What follows belongs to an exercise in optimizing a design on an open flow for small area, a short achievable clock period and few clock cycles per item; a production flow would make more cautious choices. At most, simulation tests tie the RTL to the original design; equivalence was not proved. The RTL of runs 1 and 4 was laid out without a check of its function. Power figures rest on the tool's default switching activity, not on a simulated workload.

File: flow/flow/run.sh
#!/bin/bash
# Own layout flow: the standard ORFS flow (standard.sh), with two changes
# to how the layout is made:
#  - Yosys maps the logic with an area-recovering ABC script (flow/abc.script,
#    Yosys's own default ABC script) instead of ORFS's delay-driven one;
#  - port buffers are sky130_fd_sc_hd__buf_1 cells (every port still gets one).
# Each tool's full output stays in this folder: make's in flow_make.log, and
# ORFS's per-step logs under orfs/logs/.
set -euo pipefail
here=$(pwd)
rm -rf "$here/scripts_mod"
cp -r "$FLOW_HOME/scripts" "$here/scripts_mod"
cp "$here/flow/abc.script" "$here/scripts_mod/abc_speed.script"
bash "$here/standard.sh" SCRIPTS_DIR="$here/scripts_mod" \
    BUFFER_PORTS_ARGS="-buffer_cell sky130_fd_sc_hd__buf_1" finish \
    > "$here/flow_make.log" 2>&1
test -f "$here/out/final.def"
File: flow/flow/abc.script
strash
&get -n
&fraig -x
&put
scorr
dc2
dretime
strash
&get -n
&dch -f
&nf
&put
File: flow/standard.sh
#!/bin/bash
# synth_recipe.tcl (not shown) runs the flow's synth.tcl, then flattens the netlist and writes it again
# the make line also repeats each setting of config.mk as NAME=value (left out here)
make -C /OpenROAD-flow-scripts/flow DESIGN_CONFIG=/design/flow/config.mk WORK_HOME=/design/flow/orfs CLKGATE_MAP_FILE= SYNTH_SCRIPT=/design/flow/synth_recipe.tcl "${@:-finish}"
File: flow/config.mk
export PLATFORM = sky130hd
export DESIGN_NAME = mx_encoder
export DESIGN_NICKNAME = mx_encoder
export VERILOG_FILES = /design/flow/design.v
export SDC_FILE = /design/flow/constraint.sdc
export NUM_CORES = 8
export LEC_CHECK = 0
export CAP_MARGIN = 20
export CORE_MARGIN = 2
export CORE_UTILIZATION = 40
export CTS_BUF_LIST = sky130_fd_sc_hd__clkbuf_4
export GPL_TIMING_DRIVEN = 1
export PLACE_DENSITY = 0.75
export SLEW_MARGIN = 20
File: flow/constraint.sdc
create_clock -name core_clock -period 250.0 [get_ports {clk}]
set_input_delay 50.0000 -clock core_clock [delete_from_list [all_inputs] [get_ports {clk}]]
set_output_delay 50.0000 -clock core_clock [all_outputs]
set_load 0.01 [all_outputs]
File: flow/design.v
module mx_elem (
    input  wire [31:0] v,
    input  wire [9:0]  nK,       
    input  wire        m3,       
    input  wire        m2,       
    input  wire        e4m3,
    input  wire        e5m2,
    input  wire        e3m2,
    input  wire [7:0]  maxext,   
    output wire [7:0]  code
);
    wire [7:0]  ef = v[30:23];
    wire [22:0] f  = v[22:0];
    wire        h  = |ef;
    wire        s8  = ~|f[22:15];
    wire [22:11] f2 = s8 ? f[14:3] : f[22:11];
    wire        k2  = (|f[2:0]) | (~s8 & |f[10:3]);
    wire        s4  = ~|f2[22:19];
    wire [22:15] f3 = s4 ? f2[18:11] : f2[22:15];
    wire        k3  = k2 | (~s4 & |f2[14:11]);
    wire        s2  = ~|f3[22:21];
    wire [22:17] f4 = s2 ? f3[20:15] : f3[22:17];
    wire        k4  = k3 | (~s2 & |f3[16:15]);
    wire        s1  = ~f4[22];
    wire [21:18] f5 = s1 ? f4[20:17] : f4[21:18];
    wire        k5  = k4 | (~s1 & f4[17]);
    wire [3:0]  lz  = {s8, s4, s2, s1};
    wire [4:0]  V   = h ? {1'b1, f[22:19]} : {f4[22] | f4[21], f5};
    wire        stk = h ? |f[18:0] : k5;
    wire        m1  = ~m3 & ~m2;
    wire [4:0]  Vm  = m3 ? V : (m2 ? {1'b0, V[4:1]} : {2'b00, V[4:2]});
    wire        sm  = stk | (~m3 & V[0]) | (m1 & V[1]);
    wire        i0  = Vm[0] & (sm | Vm[1]);
    wire        c0  = i0 & Vm[1] & (Vm[2] | m1) & (Vm[3] | ~m3);
    wire [2:0]  mi;
    wire [3:0]  mc;
    assign mc[0] = i0;
    genvar i;
    generate for (i = 0; i < 3; i = i + 1) begin : rn0
        assign mi[i]   = Vm[i+1] ^ mc[i];
        assign mc[i+1] = Vm[i+1] & mc[i];
    end endgenerate
    wire [4:0]  nl;                           
    wire [5:0]  nc;
    assign nc[0] = 1'b1;
    generate for (i = 0; i < 5; i = i + 1) begin : neg
        wire a = (i < 4) ? ~lz[i] : 1'b1;
        assign nl[i]   = a ^ nc[i];
        assign nc[i+1] = a & nc[i];
    end endgenerate
    wire        sx = ~h & (|lz);
    wire [9:0]  A  = {sx, sx, ef[7:5] | {3{sx}}, ef[4:0] | ({5{~h}} & nl)};
    wire [4:0]  Tl, U0;
    wire [5:0]  tc, uc;
    assign tc[0] = c0;
    assign uc[0] = 1'b0;
    generate for (i = 0; i < 5; i = i + 1) begin : add
        assign Tl[i]   = A[i] ^ nK[i] ^ tc[i];
        assign tc[i+1] = (A[i] & nK[i]) | (tc[i] & (A[i] ^ nK[i]));
        assign U0[i]   = A[i+5] ^ nK[i+5] ^ uc[i];
        assign uc[i+1] = (A[i+5] & nK[i+5]) | (uc[i] & (A[i+5] ^ nK[i+5]));
    end endgenerate
    wire        c5  = tc[5];
    wire [4:0]  T   = Tl;
    wire        tneg = U0[4] ^ (c5 & (&U0[3:0]));        
    wire        Z   = (c5 ? (&U0) : ~|U0) & ~|Tl[4:2];                   
    wire        O   = (c5 ? (U0 == 5'h1E) : (&U0)) & (&Tl[4:2]);        
    wire [1:0]  d2  = T[1:0] - {1'b0, c0};        
    wire        r1  = d2 == 2'd0;                 
    wire        r2  = d2 == 2'd3;                 
    wire        r3  = d2 == 2'd2;                 
    wire        r4  = d2 == 2'd1;                 
    wire [8:0]  Vx  = {4'd0, Vm};
    wire [4:0]  W;
    generate for (i = 0; i < 5; i = i + 1) begin : shr
        assign W[i] = (r1 & Vx[i+1]) | (r2 & Vx[i+2]) | (r3 & Vx[i+3]) | (r4 & Vx[i+4]);
    end endgenerate
    wire        out = (r1 & Vm[0]) | (r2 & |Vm[1:0]) | (r3 & |Vm[2:0]) | (r4 & |Vm[3:0]);
    wire        inc = W[0] & (sm | out | W[1]);
    wire [3:0]  ki;                               
    wire [4:0]  kc;
    assign kc[0] = inc;
    generate for (i = 0; i < 4; i = i + 1) begin : rnd
        assign ki[i]   = W[i+1] ^ kc[i];
        assign kc[i+1] = W[i+1] & kc[i];
    end endgenerate
    wire        ku  = m3 ? ki[3] : (m2 ? ki[2] : ki[1]);    
    wire        pos = ~tneg & ~(Z & ~T[1] & (~T[0] | c0));
    wire        sub = c0 ? ((Z & ~T[1]) | (O & T[1])) : ((Z & (T[1:0] == 2'd0)) | (O & (T[1:0] != 2'd0)));
    wire        sat = e4m3 ? (T[4] | (&T[3:0] & &mi)) :
                      e5m2 ? &T[4:0] : e3m2 ? T[3] : T[2];
    assign code = pos ? (sat ? maxext : {T[4:0], mi}) : (sub ? {4'd0, ku, ki[2:0]} : 8'd0);
endmodule
module mx_encoder (
    input  wire          clk,
    input  wire          rst,           
    input  wire          in_valid,
    output wire          in_ready,
    input  wire [3:0]    in_fmt,
    input  wire [1023:0] in_data,
    output reg           out_valid,
    input  wire          out_ready,
    output reg  [263:0]  out_block
);
    wire f5 = in_fmt == 4'h5;    
    wire f6 = in_fmt == 4'h6;    
    wire f7 = in_fmt == 4'h7;    
    wire f8 = in_fmt == 4'h8;    
    wire f9 = in_fmt == 4'h9;    
    wire fmt_ok = f5 | f6 | f7 | f8 | f9;
    wire m3 = f5 | f8;
    wire m2 = f6 | f7;
    wire [7:0] emax   = f5 ? 8'd8  : f6 ? 8'd15 : f7 ? 8'd4 : 8'd2;
    wire [7:0] B      = f5 ? 8'd15 : f6 ? 8'd30 : f7 ? 8'd7 : 8'd3;
    wire [7:0] maxext = f5 ? 8'h7E : f6 ? 8'hF3 : f7 ? 8'h3B : f8 ? 8'h1F : 8'h19;
    function [7:0] gmax16;
        input [127:0] e;
        reg [15:0] alive;
        reg [7:0]  r;
        reg       g1, g2, g3;
        reg [1:0] dg;
        integer j, n;
        begin
            alive = 16'hFFFF;
            for (n = 3; n >= 0; n = n - 1) begin
                g1 = 1'b0; g2 = 1'b0; g3 = 1'b0;
                for (j = 0; j < 16; j = j + 1) begin
                    dg = e[8*j+2*n +: 2];
                    g1 = g1 | (alive[j] & (dg[1] | dg[0]));
                    g2 = g2 | (alive[j] & dg[1]);
                    g3 = g3 | (alive[j] & dg[1] & dg[0]);
                end
                r[2*n+1] = g2;
                r[2*n]   = g3 | (g1 & ~g2);
                for (j = 0; j < 16; j = j + 1) begin
                    dg = e[8*j+2*n +: 2];
                    alive[j] = alive[j] & (dg[1] | ~r[2*n+1]) & (dg[0] | ~r[2*n]);
                end
            end
            gmax16 = r;
        end
    endfunction
    function [7:0] emx;
        input [7:0] a, b;
        reg [7:0] g, e;
        reg [3:0] g1, e1;
        reg [1:0] g2, e2;
        integer k;
        begin
            g = a & ~b;
            e = ~(a ^ b);
            for (k = 0; k < 4; k = k + 1) begin
                g1[k] = g[2*k+1] | (e[2*k+1] & g[2*k]);
                e1[k] = e[2*k+1] & e[2*k];
            end
            for (k = 0; k < 2; k = k + 1) begin
                g2[k] = g1[2*k+1] | (e1[2*k+1] & g1[2*k]);
                e2[k] = e1[2*k+1] & e1[2*k];
            end
            emx = (g2[1] | (e2[1] & g2[0])) ? a : b;
        end
    endfunction
    wire [7:0] gm [0:1];
    genvar g;
    generate for (g = 0; g < 2; g = g + 1) begin : grp
        wire [127:0] ev;
        genvar q;
        for (q = 0; q < 16; q = q + 1) begin : el
            assign ev[8*q +: 8] = in_data[32*(16*g+q)+23 +: 8];
        end
        assign gm[g] = gmax16(ev);
    end endgenerate
    wire [7:0] ma = gm[0], mb = gm[1];
    wire       gab = ma > mb;
    wire       gae = ma > emax;
    wire       gbe = mb > emax;
    wire [7:0] efmax = gab ? ma : mb;
    wire       special = &efmax;             
    wire [8:0] d1 = {1'b0, efmax} - {1'b0, emax};
    wire       big = ~d1[8] & (|d1[7:0]);
    wire [7:0] scale = special ? 8'hFF : (big ? d1[7:0] : 8'd0);
    wire [9:0] nKa = {2'b0, B} - {2'b0, ma};
    wire [9:0] nKb = {2'b0, B} - {2'b0, mb};
    wire [9:0] nKe = {2'b0, B} - {2'b0, emax};
    wire [9:0] nK  = (gab & gae) ? nKa : ((~gab & gbe) ? nKb : nKe);
    wire       kill = special | ~fmt_ok;
    wire [7:0] c [0:31];
    generate for (g = 0; g < 32; g = g + 1) begin : el
        mx_elem u (.v(in_data[32*g +: 32]), .nK(nK), .m3(m3), .m2(m2), .e4m3(f5),
                   .e5m2(f6), .e3m2(f7), .maxext(maxext), .code(c[g]));
    end endgenerate
    reg         full1;
    reg [263:0] skid;
    wire        use_new = ~kill & ~full1;
    wire        s5 = f5 & use_new, s6 = f6 & use_new, s7 = f7 & use_new,
                s8 = f8 & use_new, s9 = f9 & use_new;
    reg [263:0] b5, b6, b7, b8, b9;
    integer k;
    always @(*) begin
        b5 = 264'd0; b6 = 264'd0; b7 = 264'd0; b8 = 264'd0; b9 = 264'd0;
        for (k = 0; k < 32; k = k + 1) begin
            b5[8 + 8*k +: 8] = {in_data[32*k+31], c[k][6:0]};
            b6[8 + 8*k +: 8] = {in_data[32*k+31], c[k][7:3], c[k][1:0]};
            b7[8 + 6*k +: 6] = {in_data[32*k+31], c[k][5:3], c[k][1:0]};
            b8[8 + 6*k +: 6] = {in_data[32*k+31], c[k][4:0]};
            b9[8 + 4*k +: 4] = {in_data[32*k+31], c[k][4:3], c[k][0]};
        end
    end
    wire [263:0] nxt = ({264{full1}} & skid) | ({264{s5}} & b5) | ({264{s6}} & b6) |
                       ({264{s7}} & b7) | ({264{s8}} & b8) | ({264{s9}} & b9) |
                       {256'd0, (fmt_ok & ~full1) ? scale : 8'd0};
    assign in_ready = ~full1;
    wire accept = in_valid & ~full1;
    wire r0_free = ~out_valid | out_ready;
    always @(posedge clk) begin
        if (rst) begin
            out_valid <= 1'b0;
            full1     <= 1'b0;
        end else if (r0_free) begin
            out_valid <= full1 | accept;
            full1     <= 1'b0;
        end else if (accept) begin
            full1     <= 1'b1;
        end
    end
    always @(posedge clk) begin
        if (r0_free && (full1 || accept))
            out_block <= nxt;
        if (!r0_free && accept)
            skid <= nxt;
    end
endmodule
==> qor.csv, run 1 <==
stage;metric;value;unit
job;Max-Cap Viols;0;
logic_synthesis;largest family of logic cells by synthesized area;compound AO/OA/AOI/OAI gates;
clocking;post-cts repair resize count;0;
clocking;clock tree from TritonCTS;built;
setup_path;slowest stage delay, CP;0.86;ns
timing;Sum Neg Setup Slack;0;ns
setup_path;depth of the most critical reg-to-reg path;9;
logic_synthesis;Post-Synthesis Mean Instance Area;8.08;um^2
clocking;register clock-pin slew on the reported worst setup and hold paths;0.09;ns
routing;drt total wl;425000;um
power;Pwr Density;10.5;mW/mm^2
logic_synthesis;count of unique library cells instantiated by Yosys;73;
grt;wire length of the first global-routing pass;578000;um
routing;ANT nets after route;0;
grt;GR Util All Layers;47.5;%
logic_synthesis;number of warnings issued by yosys;1;
clocking;clock buffer count from CTS;152;
setup_path;maximum fanout along the worst path;35;
logic_synthesis;post-synthesis adder-cell area fraction;13.7;%
die;number of top-level design ports;1298;
grt;initial antenna violation count;84;
logic_synthesis;Yosys reg bits;530;
setup_path;critical path capture point type;flop;
logic_synthesis;Seq/Total Area, Yosys;23.9;%
layout;final std cells w/o fill;12200;
logic_synthesis;number of flops mapped to enable cells by yosys;528;
clocking;buffer type at the clock tree root;sky130_fd_sc_hd__clkbuf_4;
routing;Remaining DRCs;0;
power;share of total power in sequential cells;13.6;%
die;core area;0.165;mm^2
layout;layout cell share with drive strength beyond 1;4.16;%
timing;Slew Viols, Final;0;
placed_design;cell count after placement;11900;
placed_design;final estimated routing congestion in global placement;1.17;
placed_design;post-placement cell area;0.0755;mm^2
timing;final hold viol count;0;
routing;vias per inst;6.99;
logic_synthesis;Synth Area in Simple Gates;22.7;%
setup_path;crit path kind;in -> reg;
timing;portion of the clock cycle consumed by the worst path in the final layout;26.8;%
timing;post-route worst hold slack;0.527;ns
timing;setup repair after global routing missed its margin;false;
logic_synthesis;post-synth top area share;23.8;%
power;Leak;0.0276;uW
logic_synthesis;share of the synthesized area in compound gates (AO/OA/AOI/OAI);29.9;%
clocking;maximum clock insertion buffer count;3;
status;result of the run;finished clean;
power;internal power component;339;uW
die;std cell rows;149;
placed_design;count of input and output buffers;1297;
timing;measured slew at the worst slew-check pin;1.30;ns
placed_design;half-perimeter wire length after detailed placement;338000;um
clocking;number of hold buffers added after cts;0;
layout;# fillers;16800;
worst_hold_path;worst hold path cell count;2;
die;height of the chip;412;um
layout;synthesis-to-layout area growth;16.7;%
logic_synthesis;Area contributors post-synth;sky130_fd_sc_hd__edfxtp_1 24%, sky130_fd_sc_hd__fa_1 7.7%, sky130_fd_sc_hd__ha_1 6.0%, sky130_fd_sc_hd__nor2_1 5.4%, sky130_fd_sc_hd__o21ai_0 5.4%;
logic_synthesis;post-synthesis cell type with the largest combined area;sky130_fd_sc_hd__edfxtp_1;
logic_synthesis;Netlist Area Pre-Place;0.0666;mm^2
logic_synthesis;synthesized netlist cell count;8244;
routing;via total after detailed routing;85300;
power;Sw Share;58.3;%
die;overall die width;412;um
clocking;Clock Latency Late Sink;1.16;ns
power;VDD IR-drop max;0.00729;mV
layout;fin util;47.0;%
clocking;sink count of the clock tree;530;
logic_synthesis;post-synthesis async set-or-reset flop share;0;%
timing;worst clock skew;0.0812;ns
worst_hold_path;path type of the worst min-delay path;reg -> reg;
layout;final instance area;0.0777;mm^2
grt;largest net degree at the start of global routing;148;
routing;routed len/inst;34.8;um
grt;global route total overflow;0;
timing;achievable clock frequency;14.9;MHz
logic_synthesis;Post-Synth XOR/XNOR Area;1.49;%
power;share of total power in the clock network;11.0;%
setup_path;crit start category;input port;
logic_synthesis;syn_nets;9851;
logic_synthesis;commonest register cell after synthesis;sky130_fd_sc_hd__edfxtp_1;
routing;drt first-iter violations;14700;
power;combinational share of power;75.4;%
grt;via count of the first global-routing pass;78300;
logic_synthesis;proportion of synthesized area in mux cells;5.57;%
die;die area;0.170;mm^2
timing;worst slew slack as a fraction of its limit;12.7;%
power;net switching power;474;uW
setup_path;cell with the largest stage delay on the worst path;sky130_fd_sc_hd__o211a_1;
setup_path;data arrival time of the worst path;67.95;ns
setup_path;data required time at the worst endpoint;250.97;ns
routing;first-pass iteration count of the detailed router;14;
timing;Setup Viol. Count Final;0;
clocking;number of buffers added for setup after CTS;0;
layout;Layout Nets;11400;
die;effective utilization at floorplan;40.3;%
timing;Min Clock Period, post-route;66.98;ns
clocking;maximum level of the CTS H-tree;4;
[flip-flops by register name, indices dropped and copies added (netlist names)]
name       flops
out_block    264
out_valid      1
full1          1
skid         264
[path summary, 6_finish.rpt]
check / start / endpoint / slack, ns
setup reg to reg: full1 / skid[139] / 245.27
hold reg to reg: skid[139] / out_block[139] / 0.53
setup / recovery: in_data[830] / skid[178] / 183.02
hold / removal: skid[139] / out_block[139] / 0.53
[cell usage after synthesis, types with 141 or more instances]
library cell / count
sky130_fd_sc_hd__o21a_1: 154
sky130_fd_sc_hd__nand3_1: 166
sky130_fd_sc_hd__a222oi_1: 141
sky130_fd_sc_hd__edfxtp_1: 528
sky130_fd_sc_hd__a21oi_1: 716
sky130_fd_sc_hd__nor3_1: 217
sky130_fd_sc_hd__o21ai_0: 719
sky130_fd_sc_hd__mux2i_1: 355
sky130_fd_sc_hd__nor2_1: 966
sky130_fd_sc_hd__a22oi_1: 168
sky130_fd_sc_hd__clkinv_1: 475
sky130_fd_sc_hd__nand2_1: 892
sky130_fd_sc_hd__o22ai_1: 188
sky130_fd_sc_hd__fa_1: 257
sky130_fd_sc_hd__o211ai_1: 172
sky130_fd_sc_hd__ha_1: 318
[area by class of cell]
class / count / area, um^2 / area share [%]
repair buffers: 1425 / 5890 / 7.59
well taps: 2189 / 2740 / 3.53
diodes: 72 / 180 / 0.232
multi-input cells: 7239 / 49200 / 63.3
inverters: 475 / 1790 / 2.30
flip-flops and latches: 530 / 15900 / 20.5
clock buffers: 205 / 1540 / 1.98
clock inverters: 66 / 468 / 0.603
[power by group through the flow]
stage / registers, uW / logic, uW / clock network [uW]
floorplan: 112 / 379 / 0
global placement: 112 / 571 / 0
detailed placement: 112 / 577 / 0
CTS: 110 / 581 / 89.2
global route: 110 / 648 / 93.3
finish: 111 / 613 / 89.3
[layer usage]
layer / up-vias / global-route usage, % / part of all wire [%]
met5: - / 0 / 0.067
met4: 36 / 42.7 / 11
met3: 1875 / 17.1 / 14
met2: 7349 / 67.9 / 41
met1: 40500 / 55.5 / 34
li1: 35500 / - / -
[logic make-up after synthesis]
logic type | after synthesis
XOR/XNOR | 113
flip-flops | 530
buffers and inverters | 475
AO/OA/AOI/OAI | 3013
multiplexers | 369
AND/OR/NAND/NOR | 3169
adder cells (fa/ha/maj) | 575
[worst max-delay path, delay by kind of cell]
kind,cells,cell delay [ns]
buffers and inverters,9,2.94
and+or+nand+nor,19,6.08
adders and majority gates,6,2.22
AOI/OAI and AO/OA,21,6.60
[cell usage in the layout, fill, tap and decap left out, types with 88 or more instances in the layout]
cell,Yosys,routed
sky130_fd_sc_hd__or2_0,110,107
sky130_fd_sc_hd__o221ai_1,101,101
sky130_fd_sc_hd__a22oi_1,168,167
sky130_fd_sc_hd__buf_4,0,123
sky130_fd_sc_hd__clkinv_1,475,502
sky130_fd_sc_hd__nand2_1,892,887
sky130_fd_sc_hd__nor4_1,132,132
sky130_fd_sc_hd__o211ai_1,172,172
sky130_fd_sc_hd__clkbuf_4,0,205
sky130_fd_sc_hd__nand3_1,166,166
sky130_fd_sc_hd__o22ai_1,188,188
sky130_fd_sc_hd__buf_1,0,1297
sky130_fd_sc_hd__o21a_1,154,153
sky130_fd_sc_hd__nor2_1,966,953
sky130_fd_sc_hd__edfxtp_1,528,528
sky130_fd_sc_hd__fa_1,257,257
sky130_fd_sc_hd__nand2b_1,89,88
sky130_fd_sc_hd__a21oi_1,716,714
sky130_fd_sc_hd__ha_1,318,318
sky130_fd_sc_hd__a222oi_1,141,141
sky130_fd_sc_hd__mux2i_1,355,355
sky130_fd_sc_hd__nand4_1,123,123
sky130_fd_sc_hd__o21ai_0,719,710
sky130_fd_sc_hd__or3_1,112,112
sky130_fd_sc_hd__nor3_1,217,214
[per-stage QoR]
stage	setup WS, ns	total power [uW]
after floorplan	179.51	491
after global placement	182.77	683
after detailed placement	182.76	689
after CTS	183.83	780
after global routing	182.39	851
final	183.02	813
==> run 2: changes to the inputs <==
--- a/flow/design.v
+++ b/flow/design.v
@@ -140,26 +140,6 @@
             gmax16 = r;
         end
     endfunction
-    function [7:0] emx;
-        input [7:0] a, b;
-        reg [7:0] g, e;
-        reg [3:0] g1, e1;
-        reg [1:0] g2, e2;
-        integer k;
-        begin
-            g = a & ~b;
-            e = ~(a ^ b);
-            for (k = 0; k < 4; k = k + 1) begin
-                g1[k] = g[2*k+1] | (e[2*k+1] & g[2*k]);
-                e1[k] = e[2*k+1] & e[2*k];
-            end
-            for (k = 0; k < 2; k = k + 1) begin
-                g2[k] = g1[2*k+1] | (e1[2*k+1] & g1[2*k]);
-                e2[k] = e1[2*k+1] & e1[2*k];
-            end
-            emx = (g2[1] | (e2[1] & g2[0])) ? a : b;
-        end
-    endfunction
     wire [7:0] gm [0:1];
     genvar g;
     generate for (g = 0; g < 2; g = g + 1) begin : grp
--- a/flow/flow/run.sh
+++ b/flow/flow/run.sh
@@ -2,7 +2,9 @@
 # Own layout flow: the standard ORFS flow (standard.sh), with two changes
 # to how the layout is made:
 #  - Yosys maps the logic with an area-recovering ABC script (flow/abc.script,
-#    Yosys's own default ABC script) instead of ORFS's delay-driven one;
+#    the script Yosys's abc pass runs by default for a liberty library)
+#    instead of ORFS's delay-driven one, which upsizes and buffers to meet
+#    a 250 ps target;
 #  - port buffers are sky130_fd_sc_hd__buf_1 cells (every port still gets one).
 # Each tool's full output stays in this folder: make's in flow_make.log, and
 # ORFS's per-step logs under orfs/logs/.
==> run 2 against run 1 <==
Compared with the run above:
- design area unchanged
- clock-buffer cell count unchanged
- wire length unchanged
- register-to-register slack about the same
- largest power group unchanged
- highest routed layer unchanged
- die area unchanged
- clock skew unchanged
- via count unchanged
- core utilization is the same
- clock power about the same
==> qor.csv, run 2 <==
stage;metric;value;unit
logic_synthesis;Post-Synthesis Mean Instance Area;8.08;um^2
setup_path;cell with the largest stage delay on the worst path;sky130_fd_sc_hd__o211a_1;
power;VDD IR-drop max;0.00729;mV
setup_path;crit start category;input port;
timing;Sum Neg Setup Slack;0;ns
routing;ANT nets after route;0;
layout;Layout Nets;11400;
routing;drt first-iter violations;14700;
logic_synthesis;most frequent cells after synthesis;966 x sky130_fd_sc_hd__nor2_1, 892 x sky130_fd_sc_hd__nand2_1, 719 x sky130_fd_sc_hd__o21ai_0;
layout;top flop regs;out_block (264), skid (264);
die;height of the chip;412;um
grt;met1 track utilization from global routing;55.5;%
timing;worst clock skew;0.0812;ns
logic_synthesis;number of warnings issued by yosys;1;
logic_synthesis;Netlist Area Pre-Place;0.0666;mm^2
timing;measured slew at the worst slew-check pin;1.30;ns
status;result of the run;finished clean;
setup_path;maximum fanout along the worst path;35;
logic_synthesis;Yosys reg bits;530;
worst_hold_path;path type of the worst min-delay path;reg -> reg;
logic_synthesis;synthesized netlist cell count;8244;
die;effective utilization at floorplan;40.3;%
power;Pwr Density;10.5;mW/mm^2
layout;synthesis-to-layout area growth;16.7;%
logic_synthesis;commonest register cell after synthesis;sky130_fd_sc_hd__edfxtp_1;
setup_path;slowest stage delay, CP;0.86;ns
routing;Remaining DRCs;0;
timing;final hold viol count;0;
logic_synthesis;Area contributors post-synth;sky130_fd_sc_hd__edfxtp_1 24%, sky130_fd_sc_hd__fa_1 7.7%, sky130_fd_sc_hd__ha_1 6.0%, sky130_fd_sc_hd__nor2_1 5.4%, sky130_fd_sc_hd__o21ai_0 5.4%;
placed_design;final estimated routing congestion in global placement;1.17;
die;overall die width;412;um
clocking;maximum clock insertion buffer count;3;
clocking;number of hold buffers added after cts;0;
timing;Setup Viol. Count Final;0;
placed_design;half-perimeter wire length after detailed placement;338000;um
logic_synthesis;Synth Area in Simple Gates;22.7;%
clocking;clock buffer count from CTS;152;
clocking;sink count of the clock tree;530;
timing;setup repair after global routing missed its margin;false;
logic_synthesis;post-synthesis cell type with the largest combined area;sky130_fd_sc_hd__edfxtp_1;
die;std cell rows;149;
die;number of top-level design ports;1298;
clocking;Clock Latency Late Sink;1.16;ns
routing;drt total wl;425000;um
clocking;maximum level of the CTS H-tree;4;
logic_synthesis;Seq/Total Area, Yosys;23.9;%
clocking;clock tree from TritonCTS;built;
grt;via count of the first global-routing pass;78300;
placed_design;count of input and output buffers;1297;
timing;achievable clock frequency;14.9;MHz
setup_path;data required time at the worst endpoint;250.97;ns
grt;GR Util All Layers;47.5;%
die;core area;0.165;mm^2
grt;grt met2 use;67.9;%
timing;Slew Viols, Final;0;
grt;global route total overflow;0;
timing;portion of the clock cycle consumed by the worst path in the final layout;26.8;%
grt;largest net degree at the start of global routing;148;
clocking;buffer type at the clock tree root;sky130_fd_sc_hd__clkbuf_4;
setup_path;crit path kind;in -> reg;
layout;fin util;47.0;%
job;Max-Cap Viols;0;
layout;layout cell share with drive strength beyond 1;4.16;%
routing;vias per inst;6.99;
grt;most utilized layer in the global route result;met2;
logic_synthesis;syn_nets;9851;
logic_synthesis;proportion of synthesized area in mux cells;5.57;%
routing;first-pass iteration count of the detailed router;14;
timing;Min Clock Period, post-route;66.98;ns
logic_synthesis;largest family of logic cells by synthesized area;compound AO/OA/AOI/OAI gates;
die;die area;0.170;mm^2
grt;initial antenna violation count;84;
layout;most frequent standard cell in the layout excluding fill and tap cells;sky130_fd_sc_hd__buf_1;
clocking;number of buffers added for setup after CTS;0;
layout;most frequent cells in the layout;1297 x sky130_fd_sc_hd__buf_1, 953 x sky130_fd_sc_hd__nor2_1, 887 x sky130_fd_sc_hd__nand2_1, 714 x sky130_fd_sc_hd__a21oi_1, 710 x sky130_fd_sc_hd__o21ai_0;
routing;via total after detailed routing;85300;
placed_design;worst slack at placement;182.76;ns
logic_synthesis;number of flops mapped to enable cells by yosys;528;
power;Leak;0.0276;uW
setup_path;critical path capture point type;flop;
clocking;register clock-pin slew on the reported worst setup and hold paths;0.09;ns
logic_synthesis;post-synthesis adder-cell area fraction;13.7;%
logic_synthesis;Post-Synth XOR/XNOR Area;1.49;%
grt;met3 Use GR;17.1;%
logic_synthesis;post-synth top area share;23.8;%
timing;PnR worst setup slack;183.02;ns
setup_path;data arrival time of the worst path;67.95;ns
logic_synthesis;post-synthesis async set-or-reset flop share;0;%
grt;wire length of the first global-routing pass;578000;um
timing;worst slew slack as a fraction of its limit;12.7;%
routing;routed len/inst;34.8;um
clocking;post-cts repair resize count;0;
logic_synthesis;share of the synthesized area in compound gates (AO/OA/AOI/OAI);29.9;%
logic_synthesis;count of unique library cells instantiated by Yosys;73;
logic_synthesis;most common cell in the netlist;sky130_fd_sc_hd__nor2_1;
## run 2: cell counts after synthesis
No cell type changed its count.
## run 2: power by group
part | total (uW) | leakage, uW | internal [uW] | switching [uW]
Clock | 89.3 | 0.00117 | 43.2 | 46.0
Sequential | 111 | 0.00517 | 105 | 5.28
Combinational | 613 | 0.0213 | 191 | 422
## run 2: final timing paths
kind                                   start             end  slack (ns)  depth (start not counted)
worst max-delay path            in_data[830]       skid[178]      183.02                         55
worst min-delay path               skid[139]  out_block[139]        0.53                          2
worst max register to register         full1       skid[139]      245.27                          9
worst min register to register     skid[139]  out_block[139]        0.53                          2
## run 2: worst max-delay path: cells and delay by family
kind                     cells  cell delay [ns]
AO/OA/AOI/OAI               21             6.60
adder cells (fa/ha/maj)      6             2.22
buffers and inverters        9             2.94
AND/OR/NAND/NOR             19             6.08
## run 2: logic make-up (layout without fill, tap and decap cells)
family	count (synthesis)	after routing
other	0	72
buffers and inverters	475	2171
adder cells (fa/ha/maj)	575	575
multiplexers	369	369
AND/OR/NAND/NOR	3169	3169
XOR/XNOR	113	113
AO/OA/AOI/OAI	3013	3013
flip-flops	530	530
## run 2: area by class of cell
cell class                 instances  area [um^2]
antenna                           72          180
clock buffer                     205         1540
clock inverter                    66          468
fill                           16800        87500
inverter                         475         1790
multi-input combinational       7239        49200
sequential                       530        15900
tap                             2189         2740
timing repair buffer            1425         5890
## run 2: through the flow
| stage | cells | hold WS [ns] | power [uW] | instance area, um^2 |
|---|---|---|---|---|
| after floorplan | 8244 | 0.504 | 491 | 66600 |
| after global placement | 11900 | 0.522 | 683 | 75500 |
| after detailed placement | 11900 | 0.531 | 689 | 75500 |
| after CTS | 12100 | 0.519 | 780 | 77500 |
| after global routing | 12200 | 0.562 | 851 | 77600 |
| final | 12200 | 0.527 | 813 | 77700 |
## run 2: layer usage
layer  share of wire (%)  up-vias
li1                    -    35500
met1                  34    40500
met2                  41     7349
met3                  14     1875
met4                  11       36
met5               0.067        -
Testbench counts of run 2, summed over its fixed seeds: cycles 3,208, items 3,200.
==> run 3: changes to the inputs <==
==> flow/flow/abc.script (replaced) <==
strash
&get -n
&fraig -x
&put
scorr
dc2
dretime
strash
&get -n
&dch -f
&nf
&put
topo
stime -c
buffer -c {D}
upsize -c {D}
dnsize -c {D}
--- a/flow/config.mk
+++ b/flow/config.mk
@@ -5,6 +5,7 @@
 export SDC_FILE = /design/flow/constraint.sdc
 export NUM_CORES = 8
 export LEC_CHECK = 0
+export ABC_CLOCK_PERIOD_IN_PS = 12000
 export CAP_MARGIN = 20
 export CORE_MARGIN = 2
 export CORE_UTILIZATION = 40
==> run 3 against run 2 <==
Compared with the run above:
- first-iteration DRC count fell by 5.6%
- still clean
- via count is 1.3% lower
- sequential power about the same
- global-route usage down 2.0 points
- area after synthesis grew 2.8%
- wire length decreased by 1.7%
- highest routed layer unchanged
- clock power down 11%
- clock skew fell by 0.014 ns
- die area up 2.8%
==> qor.csv, run 3 <==
stage;metric;value;unit
status;result of the run;finished clean;
placed_design;final estimated routing congestion in global placement;1.08;
routing;first-pass iteration count of the detailed router;14;
layout;most frequent standard cell in the layout excluding fill and tap cells;sky130_fd_sc_hd__buf_1;
clocking;maximum clock insertion buffer count;3;
timing;PnR worst setup slack;183.36;ns
logic_synthesis;Netlist Area Pre-Place;0.0685;mm^2
grt;initial antenna violation count;94;
job;Max-Cap Viols;0;
worst_hold_path;worst hold path startpoint;skid[237];
clocking;buffer type at the clock tree root;sky130_fd_sc_hd__clkbuf_4;
clocking;Clock Latency Late Sink;1.06;ns
logic_synthesis;Post-Synthesis Mean Instance Area;7.93;um^2
setup_path;maximum fanout along the worst path;36;
clocking;number of hold buffers added after cts;0;
timing;Setup Viol. Count Final;0;
timing;worst slew slack as a fraction of its limit;5.90;%
clocking;number of buffers added for setup after CTS;0;
grt;via count of the first global-routing pass;76900;
layout;layout cell share with drive strength beyond 1;5.64;%
timing;measured slew at the worst slew-check pin;1.40;ns
logic_synthesis;Area contributors post-synth;sky130_fd_sc_hd__edfxtp_1 23%, sky130_fd_sc_hd__fa_1 7.5%, sky130_fd_sc_hd__ha_1 5.8%, sky130_fd_sc_hd__nor2_1 5.2%, sky130_fd_sc_hd__a21oi_1 5.2%;
logic_synthesis;number of warnings issued by yosys;1;
clocking;clock tree from TritonCTS;built;
grt;wire length of the first global-routing pass;571000;um
setup_path;r2r endpoint;out_block[74];
logic_synthesis;post-synthesis cell type with the largest combined area;sky130_fd_sc_hd__edfxtp_1;
layout;# fillers;17000;
clocking;clock buffer count from CTS;141;
timing;final hold viol count;0;
routing;drt first-iter violations;13800;
clocking;post-cts repair resize count;0;
grt;global route total overflow;0;
timing;Slew Viols, Final;0;
timing;worst clock skew;0.0671;ns
die;number of top-level design ports;1298;
power;internal power component;338;uW
power;Power, Total;825;uW
worst_hold_path;path type of the worst min-delay path;reg -> reg;
die;effective utilization at floorplan;40.4;%
logic_synthesis;most frequent cells after synthesis;957 x sky130_fd_sc_hd__nor2_1, 891 x sky130_fd_sc_hd__nand2_1, 715 x sky130_fd_sc_hd__a21oi_1;
placed_design;worst slack at placement;183.07;ns
power;Pwr Density;10.6;mW/mm^2
setup_path;slowest stage delay, CP;0.96;ns
placed_design;count of input and output buffers;1297;
layout;top flop regs;out_block (264), skid (264);
timing;Sum Neg Setup Slack;0;ns
logic_synthesis;most common cell in the netlist;sky130_fd_sc_hd__nor2_1;
die;height of the chip;418;um
setup_path;crit path kind;in -> reg;
routing;routed len/inst;34.2;um
routing;via total after detailed routing;84200;
routing;Remaining DRCs;0;
worst_hold_path;worst hold path cell count;2;
clocking;register clock-pin slew on the reported worst setup and hold paths;0.07;ns
grt;GR Util All Layers;45.5;%
setup_path;register-to-register setup slack;245.63;ns
setup_path;source of the worst register-to-register timing path;full1;
logic_synthesis;commonest register cell after synthesis;sky130_fd_sc_hd__edfxtp_1;
die;overall die width;418;um
power;share of total power in the clock network;9.7;%
timing;portion of the clock cycle consumed by the worst path in the final layout;26.7;%
logic_synthesis;post-synthesis async set-or-reset flop share;0;%
setup_path;data required time at the worst endpoint;250.88;ns
logic_synthesis;post-synth top area share;23.2;%
logic_synthesis;count of unique library cells instantiated by Yosys;105;
timing;achievable clock frequency;15.0;MHz
setup_path;depth of the most critical reg-to-reg path;7;
die;core area;0.170;mm^2
worst_hold_path;hold endpoint;out_block[237];
layout;synthesis-to-layout area growth;13.4;%
grt;largest net degree at the start of global routing;185;
layout;most frequent cells in the layout;1297 x sky130_fd_sc_hd__buf_1, 953 x sky130_fd_sc_hd__nor2_1, 888 x sky130_fd_sc_hd__nand2_1, 713 x sky130_fd_sc_hd__a21oi_1, 632 x sky130_fd_sc_hd__o21ai_0;
setup_path;crit start category;input port;
power;Sw Share;59.0;%
power;net switching power;487;uW
routing;ANT nets after route;0;
die;die area;0.175;mm^2
clocking;maximum level of the CTS H-tree;4;
logic_synthesis;Seq/Total Area, Yosys;23.2;%
setup_path;data arrival time of the worst path;67.52;ns
power;share of total power in sequential cells;13.4;%
logic_synthesis;synthesized netlist cell count;8634;
clocking;sink count of the clock tree;530;
routing;drt total wl;418000;um
logic_synthesis;Yosys reg bits;530;
timing;setup repair after global routing missed its margin;false;
timing;Min Clock Period, post-route;66.64;ns
logic_synthesis;number of flops mapped to enable cells by yosys;528;
layout;Layout Nets;11400;
logic_synthesis;syn_nets;10200;
setup_path;CP most frequent cell;sky130_fd_sc_hd__buf_4;
die;std cell rows;151;
placed_design;half-perimeter wire length after detailed placement;339000;um
power;Leak;0.0293;uW
setup_path;critical path capture point type;flop;
power;combinational share of power;76.9;%
power;VDD IR-drop max;0.00758;mV
setup_path;cell with the largest stage delay on the worst path;sky130_fd_sc_hd__o21ai_0;
routing;vias per inst;6.90;
run 3: cell count changes in the layout (fill, tap and decap cells not counted), sizes merged, moves of 3 or more:
cell,delta
buf,+9
clkinv,-484
inv,+468
diode,-8
clkbuf,-13
clkinvlp,+3
run 3: cells by family after synthesis:
group / Yosys count / share of synthesized area [%]
and+or+nand+nor: 3169 / 22.3
AOI/OAI and AO/OA: 3013 / 29.3
buffers and inverters: 865 / 5.03
adders and majority gates: 575 / 13.3
DFF: 530 / 23.2
muxes: 369 / 5.42
xor gates and xnor gates: 113 / 1.45
run 3: worst max path at each step:
stage                      startpoint  slack [ns]            end
after floorplan             out_ready      179.50        skid[0]
after global placement    in_data[30]      182.88  out_block[12]
after detailed placement  in_data[30]      183.07  out_block[12]
after CTS                 in_data[30]      184.15  out_block[12]
after global routing      in_data[30]      182.93  out_block[12]
final                     in_data[30]      183.36  out_block[12]
run 3: per-stage QoR:
stage / utilization [%] / hold WS (ns) / std cells / instance area [um^2]
2_1_floorplan: - / 0.504 / 8634 / 68500
6_report: 45.8 / 0.502 / 12200 / 77700
3_5_place_dp: 44.6 / 0.531 / 11900 / 75700
5_1_grt: 45.8 / 0.545 / 12200 / 77600
3_3_place_gp: 44.6 / 0.523 / 11900 / 75700
4_1_cts: 45.7 / 0.485 / 12100 / 77500
run 3: worst max-delay path, delay by kind of cell:
family          cells  cell delay, ns
buf+inv            11            3.41
compound gates     23            7.16
simple gates       15            4.50
fa+ha+maj           6            2.23
run 3: power by group through the flow:
stage / Clock (uW) / Sequential [uW] / Combinational [uW]
2_1_floorplan: 0 / 112 / 385
3_3_place_gp: 0 / 112 / 587
3_5_place_dp: 0 / 112 / 596
4_1_cts: 79.3 / 110 / 599
5_1_grt: 83.5 / 110 / 670
6_report: 79.7 / 111 / 635
run 3: area by class of cell:
class	instances	area (um^2)	share of cell area (%)
well taps	2218	2780	3.57
flip-flops and latches	530	15900	20.5
repair buffers	1435	5960	7.67
diodes	64	160	0.206
multi-input cells	7239	49300	63.5
inverters	475	1790	2.30
clock inverters	52	340	0.438
clock buffers	191	1430	1.85
run 3: per-layer routing:
metal | wire length (um) | part of all wire (%) | vias to the layer above | track usage [%]
met1 | 154000 | 37 | 40400 | 57.2
met4 | 29400 | 7.0 | 38 | 27.3
met3 | 62000 | 15 | 1331 | 17.0
li1 | - | - | 35500 | -
met5 | 339 | 0.081 | - | 0.445
met2 | 172000 | 41 | 6929 | 66.0
==> run 4: changes to the inputs <==
--- a/flow/design.v
+++ b/flow/design.v
@@ -113,56 +113,38 @@
     wire [7:0] emax   = f5 ? 8'd8  : f6 ? 8'd15 : f7 ? 8'd4 : 8'd2;
     wire [7:0] B      = f5 ? 8'd15 : f6 ? 8'd30 : f7 ? 8'd7 : 8'd3;
     wire [7:0] maxext = f5 ? 8'h7E : f6 ? 8'hF3 : f7 ? 8'h3B : f8 ? 8'h1F : 8'h19;
-    function [7:0] gmax16;
-        input [127:0] e;
-        reg [15:0] alive;
-        reg [7:0]  r;
-        reg       g1, g2, g3;
-        reg [1:0] dg;
-        integer j, n;
-        begin
-            alive = 16'hFFFF;
-            for (n = 3; n >= 0; n = n - 1) begin
-                g1 = 1'b0; g2 = 1'b0; g3 = 1'b0;
-                for (j = 0; j < 16; j = j + 1) begin
-                    dg = e[8*j+2*n +: 2];
-                    g1 = g1 | (alive[j] & (dg[1] | dg[0]));
-                    g2 = g2 | (alive[j] & dg[1]);
-                    g3 = g3 | (alive[j] & dg[1] & dg[0]);
-                end
-                r[2*n+1] = g2;
-                r[2*n]   = g3 | (g1 & ~g2);
-                for (j = 0; j < 16; j = j + 1) begin
-                    dg = e[8*j+2*n +: 2];
-                    alive[j] = alive[j] & (dg[1] | ~r[2*n+1]) & (dg[0] | ~r[2*n]);
-                end
+    wire [263:0] ev;
+    genvar g;
+    generate for (g = 0; g < 32; g = g + 1) begin : ex
+        assign ev[8*g +: 8] = in_data[32*g+23 +: 8];
+    end endgenerate
+    assign ev[263:256] = emax;
+    reg [7:0]  M;
+    reg [32:0] alive;
+    reg        g1, g2, g3;
+    reg [1:0]  dg;
+    integer j, n;
+    always @(*) begin
+        alive = {33{1'b1}};
+        for (n = 3; n >= 0; n = n - 1) begin
+            g1 = 1'b0; g2 = 1'b0; g3 = 1'b0;
+            for (j = 0; j < 33; j = j + 1) begin
+                dg = ev[8*j+2*n +: 2];
+                g1 = g1 | (alive[j] & (dg[1] | dg[0]));
+                g2 = g2 | (alive[j] & dg[1]);
+                g3 = g3 | (alive[j] & dg[1] & dg[0]);
             end
-            gmax16 = r;
+            M[2*n+1] = g2;
+            M[2*n]   = g3 | (g1 & ~g2);
+            for (j = 0; j < 33; j = j + 1) begin
+                dg = ev[8*j+2*n +: 2];
+                alive[j] = alive[j] & (dg[1] | ~M[2*n+1]) & (dg[0] | ~M[2*n]);
+            end
         end
-    endfunction
-    wire [7:0] gm [0:1];
-    genvar g;
-    generate for (g = 0; g < 2; g = g + 1) begin : grp
-        wire [127:0] ev;
-        genvar q;
-        for (q = 0; q < 16; q = q + 1) begin : el
-            assign ev[8*q +: 8] = in_data[32*(16*g+q)+23 +: 8];
-        end
-        assign gm[g] = gmax16(ev);
-    end endgenerate
-    wire [7:0] ma = gm[0], mb = gm[1];
-    wire       gab = ma > mb;
-    wire       gae = ma > emax;
-    wire       gbe = mb > emax;
-    wire [7:0] efmax = gab ? ma : mb;
-    wire       special = &efmax;             
-    wire [8:0] d1 = {1'b0, efmax} - {1'b0, emax};
-    wire       big = ~d1[8] & (|d1[7:0]);
-    wire [7:0] scale = special ? 8'hFF : (big ? d1[7:0] : 8'd0);
-    wire [9:0] nKa = {2'b0, B} - {2'b0, ma};
-    wire [9:0] nKb = {2'b0, B} - {2'b0, mb};
-    wire [9:0] nKe = {2'b0, B} - {2'b0, emax};
-    wire [9:0] nK  = (gab & gae) ? nKa : ((~gab & gbe) ? nKb : nKe);
+    end
+    wire       special = &M;                 
+    wire [7:0] scale = special ? 8'hFF : M - emax;
+    wire [9:0] nK    = {2'b0, B} - {2'b0, M};
     wire       kill = special | ~fmt_ok;
     wire [7:0] c [0:31];
     generate for (g = 0; g < 32; g = g + 1) begin : el
==> flow/flow/abc.script (replaced) <==
strash
&get -n
&fraig -x
&put
scorr
dc2
dretime
strash
&get -n
&dch -f
&nf
&put
--- a/flow/config.mk
+++ b/flow/config.mk
@@ -5,7 +5,6 @@
 export SDC_FILE = /design/flow/constraint.sdc
 export NUM_CORES = 8
 export LEC_CHECK = 0
-export ABC_CLOCK_PERIOD_IN_PS = 12000
 export CAP_MARGIN = 20
 export CORE_MARGIN = 2
 export CORE_UTILIZATION = 40
==> run 4 against run 3 <==
Compared with the run above:
- sequential share of layout area shrank 0.24 points
- still clean
- maximum frequency fell by 1.4%
- first-iteration DRC count shrank 9.6%
- highest routed layer unchanged
- wire length grew 7.8%
- clock-buffer cell count increased by 12
- die area fell by 2.5%
- combinational power down 48%
- area after synthesis fell by 2.5%
- global-route usage increased by 5.3 points
- flip-flop and latch count stayed put
- setup slack got worse by 0.94 ns
- sequential power fell by 5%
==> qor.csv, run 4 <==
stage;metric;value;unit
timing;achievable clock frequency;14.8;MHz
setup_path;source of the worst register-to-register timing path;full1;
logic_synthesis;post-synth top area share;23.8;%
routing;routed len/inst;36.0;um
routing;ANT nets after route;0;
logic_synthesis;Post-Synthesis Mean Instance Area;7.93;um^2
logic_synthesis;Seq/Total Area, Yosys;23.8;%
layout;most frequent cells in the layout;1297 x sky130_fd_sc_hd__buf_1, 1141 x sky130_fd_sc_hd__nor2_1, 831 x sky130_fd_sc_hd__a21oi_1, 808 x sky130_fd_sc_hd__nand2_1, 768 x sky130_fd_sc_hd__o21ai_0;
placed_design;worst slack at placement;182.07;ns
routing;drt first-iter violations;12500;
power;internal power component;255;uW
routing;vias per inst;6.98;
setup_path;crit start category;input port;
grt;GR Util All Layers;50.7;%
timing;Min Clock Period, post-route;67.57;ns
timing;PnR worst setup slack;182.43;ns
clocking;clock tree from TritonCTS;built;
power;combinational share of power;62.3;%
setup_path;r2r endpoint;skid[157];
die;std cell rows;149;
routing;first-pass iteration count of the detailed router;15;
timing;setup repair after global routing missed its margin;false;
power;VDD IR-drop max;0.00428;mV
layout;synthesis-to-layout area growth;17.7;%
power;Leak;0.0279;uW
power;share of total power in sequential cells;19.8;%
die;height of the chip;412;um
logic_synthesis;commonest register cell after synthesis;sky130_fd_sc_hd__edfxtp_1;
grt;largest net degree at the start of global routing;88;
grt;wire length of the first global-routing pass;611000;um
layout;layout cell share with drive strength beyond 1;4.80;%
layout;final instance area;0.0786;mm^2
job;Max-Cap Viols;0;
status;result of the run;finished clean;
clocking;clock buffer count from CTS;158;
clocking;number of buffers added for setup after CTS;0;
timing;Slew Viols, Final;0;
placed_design;post-placement cell area;0.0761;mm^2
logic_synthesis;synthesized netlist cell count;8412;
worst_hold_path;hold endpoint;out_block[130];
logic_synthesis;most frequent cells after synthesis;1146 x sky130_fd_sc_hd__nor2_1, 835 x sky130_fd_sc_hd__a21oi_1, 819 x sky130_fd_sc_hd__nand2_1;
setup_path;maximum fanout along the worst path;71;
timing;worst clock skew;0.0833;ns
routing;drt total wl;450000;um
setup_path;critical path capture point type;flop;
clocking;number of hold buffers added after cts;0;
logic_synthesis;most common cell in the netlist;sky130_fd_sc_hd__nor2_1;
clocking;register clock-pin slew on the reported worst setup and hold paths;0.09;ns
grt;via count of the first global-routing pass;80400;
die;number of top-level design ports;1298;
setup_path;data arrival time of the worst path;68.39;ns
placed_design;final estimated routing congestion in global placement;1.13;
logic_synthesis;number of flops mapped to enable cells by yosys;528;
clocking;buffer type at the clock tree root;sky130_fd_sc_hd__clkbuf_4;
clocking;maximum level of the CTS H-tree;4;
clocking;maximum clock insertion buffer count;3;
power;share of total power in the clock network;18.0;%
timing;portion of the clock cycle consumed by the worst path in the final layout;27.0;%
clocking;post-cts repair resize count;0;
clocking;Clock Latency Late Sink;1.25;ns
routing;Remaining DRCs;0;
setup_path;depth of the most critical reg-to-reg path;11;
power;net switching power;279;uW
clocking;sink count of the clock tree;530;
worst_hold_path;path type of the worst min-delay path;reg -> reg;
logic_synthesis;Area contributors post-synth;sky130_fd_sc_hd__edfxtp_1 24%, sky130_fd_sc_hd__fa_1 7.7%, sky130_fd_sc_hd__nor2_1 6.4%, sky130_fd_sc_hd__a21oi_1 6.3%, sky130_fd_sc_hd__o21ai_0 5.9%;
layout;top flop regs;out_block (264), skid (264);
timing;worst slew slack as a fraction of its limit;11.3;%
timing;Sum Neg Setup Slack;0;ns
setup_path;register-to-register setup slack;245.04;ns
placed_design;half-perimeter wire length after detailed placement;360000;um
die;core area;0.165;mm^2
setup_path;start point of the critical path;in_data[62];
timing;final hold viol count;0;
logic_synthesis;post-synthesis cell type with the largest combined area;sky130_fd_sc_hd__edfxtp_1;
power;Pwr Density;6.80;mW/mm^2
die;die area;0.170;mm^2
setup_path;cell with the largest stage delay on the worst path;sky130_fd_sc_hd__buf_4;
setup_path;data required time at the worst endpoint;250.81;ns
logic_synthesis;post-synthesis async set-or-reset flop share;0;%
power;Sw Share;52.3;%
grt;global route total overflow;0;
die;effective utilization at floorplan;40.4;%
layout;Layout Nets;11600;
routing;via total after detailed routing;87300;
worst_hold_path;worst hold path cell count;2;
logic_synthesis;number of warnings issued by yosys;1;
timing;measured slew at the worst slew-check pin;1.33;ns
die;overall die width;412;um
timing;Setup Viol. Count Final;0;
logic_synthesis;Netlist Area Pre-Place;0.0667;mm^2
setup_path;slowest stage delay, CP;0.79;ns
logic_synthesis;syn_nets;9998;
logic_synthesis;count of unique library cells instantiated by Yosys;72;
layout;most frequent standard cell in the layout excluding fill and tap cells;sky130_fd_sc_hd__buf_1;
grt;initial antenna violation count;186;
placed_design;count of input and output buffers;1297;
worst_hold_path;worst hold path startpoint;skid[130];
logic_synthesis;Yosys reg bits;530;
setup_path;crit path kind;in -> reg;
==> run 4: power by group through the flow <==
stage	combinational (uW)	sequential [uW]	clock, uW
floorplan	205	109	0
finish	332	106	96.0
global route	354	105	99.5
global placement	313	107	0
detailed placement	314	107	0
CTS	316	105	95.4
==> run 4: area by class of cell <==
cell class / instances / area (um^2)
Antenna cell: 146 / 365
Multi-Input combinational cell: 7444 / 49600
Tap cell: 2189 / 2740
Timing Repair Buffer: 1482 / 6260
Inverter: 438 / 1660
Clock buffer: 203 / 1520
Sequential cell: 530 / 15900
Fill cell: 16700 / 86800
Clock inverter: 73 / 586
==> run 4: how the worst max path moves through the flow <==
stage | cells past startpoint | to | slack, ns
2_1_floorplan | 41 | out_block[202] | 175.41
3_3_place_gp | 55 | out_block[128] | 182.36
3_5_place_dp | 50 | out_block[128] | 182.07
4_1_cts | 50 | out_block[128] | 183.39
5_1_grt | 51 | out_block[128] | 182.59
6_report | 50 | out_block[128] | 182.43
==> run 4: cells by family after synthesis <==
group                    after synthesis  share of synthesized area [%]
AND/OR/NAND/NOR                     3274                           23.3
buffers and inverters                438                           2.46
adder cells (fa/ha/maj)              554                           13.3
flip-flops                           530                           23.8
AO/OA/AOI/OAI                       3097                           29.6
XOR/XNOR                             123                           1.61
multiplexers                         396                           6.00
==> run 4: layer usage <==
metal / vias to the layer above / routed length, um / track usage (%)
li1: 36300 / - / -
met1: 41400 / 156000 / 57.8
met2: 7474 / 178000 / 70.4
met3: 2109 / 65300 / 22.8
met4: 100 / 50900 / 46.9
met5: - / 787 / 0.594
==> run 4: stage by stage <==
stage	total power, uW	util (%)	hold slack [ns]	std cells
CTS	517	47.3	0.529	12400
finish	534	47.5	0.547	12500
global placement	420	46.0	0.521	12100
floorplan	314	-	0.504	8412
detailed placement	421	46.0	0.537	12100
global route	559	47.4	0.567	12400
==> run 4: critical path: cells and delay by family <==
family                     cells  cell delay, ns
and+or+nand+nor               18            5.31
xor gates and xnor gates       1            0.31
buffers and inverters          8            3.34
adders and majority gates      6            2.29
AOI/OAI and AO/OA             17            6.92

-- port drivers added, routing unchanged --
The flow's constraints put no driver on any port. The routed layouts listed below were extracted and timed again, unchanged, in two steps.
Step 1: set_driving_cell puts a clkbuf_16 on clk and a buf_2 on each other input, an assumption about the parent block.
Step 2, shift: input delay + t, output delay - t, t = (earliest + latest rising clock arrival at the registers) / 2. This alone moves slack from input paths to output paths.
Slacks: no drivers / after step 1 / after step 2; pairs: no drivers / after step 1.
run | t, ns | setup WS [ns] | latest minus earliest clock arrival (ns)
run 1 | 1.230 | 183.023 / 183.079 / 181.849 | 0.128 / 0.128
run 2 | 1.230 | 183.023 / 183.079 / 181.849 | 0.128 / 0.128
run 3 | 1.120 | 183.361 / 183.407 / 182.287 | 0.079 / 0.080
run 4 | 1.302 | 182.425 / 182.442 / 181.140 | 0.121 / 0.121
After both steps every run listed still meets setup and hold. The setup slack of run 4, which loses most, moves by +0.017 ns with the drivers and by -1.285 ns with both steps.
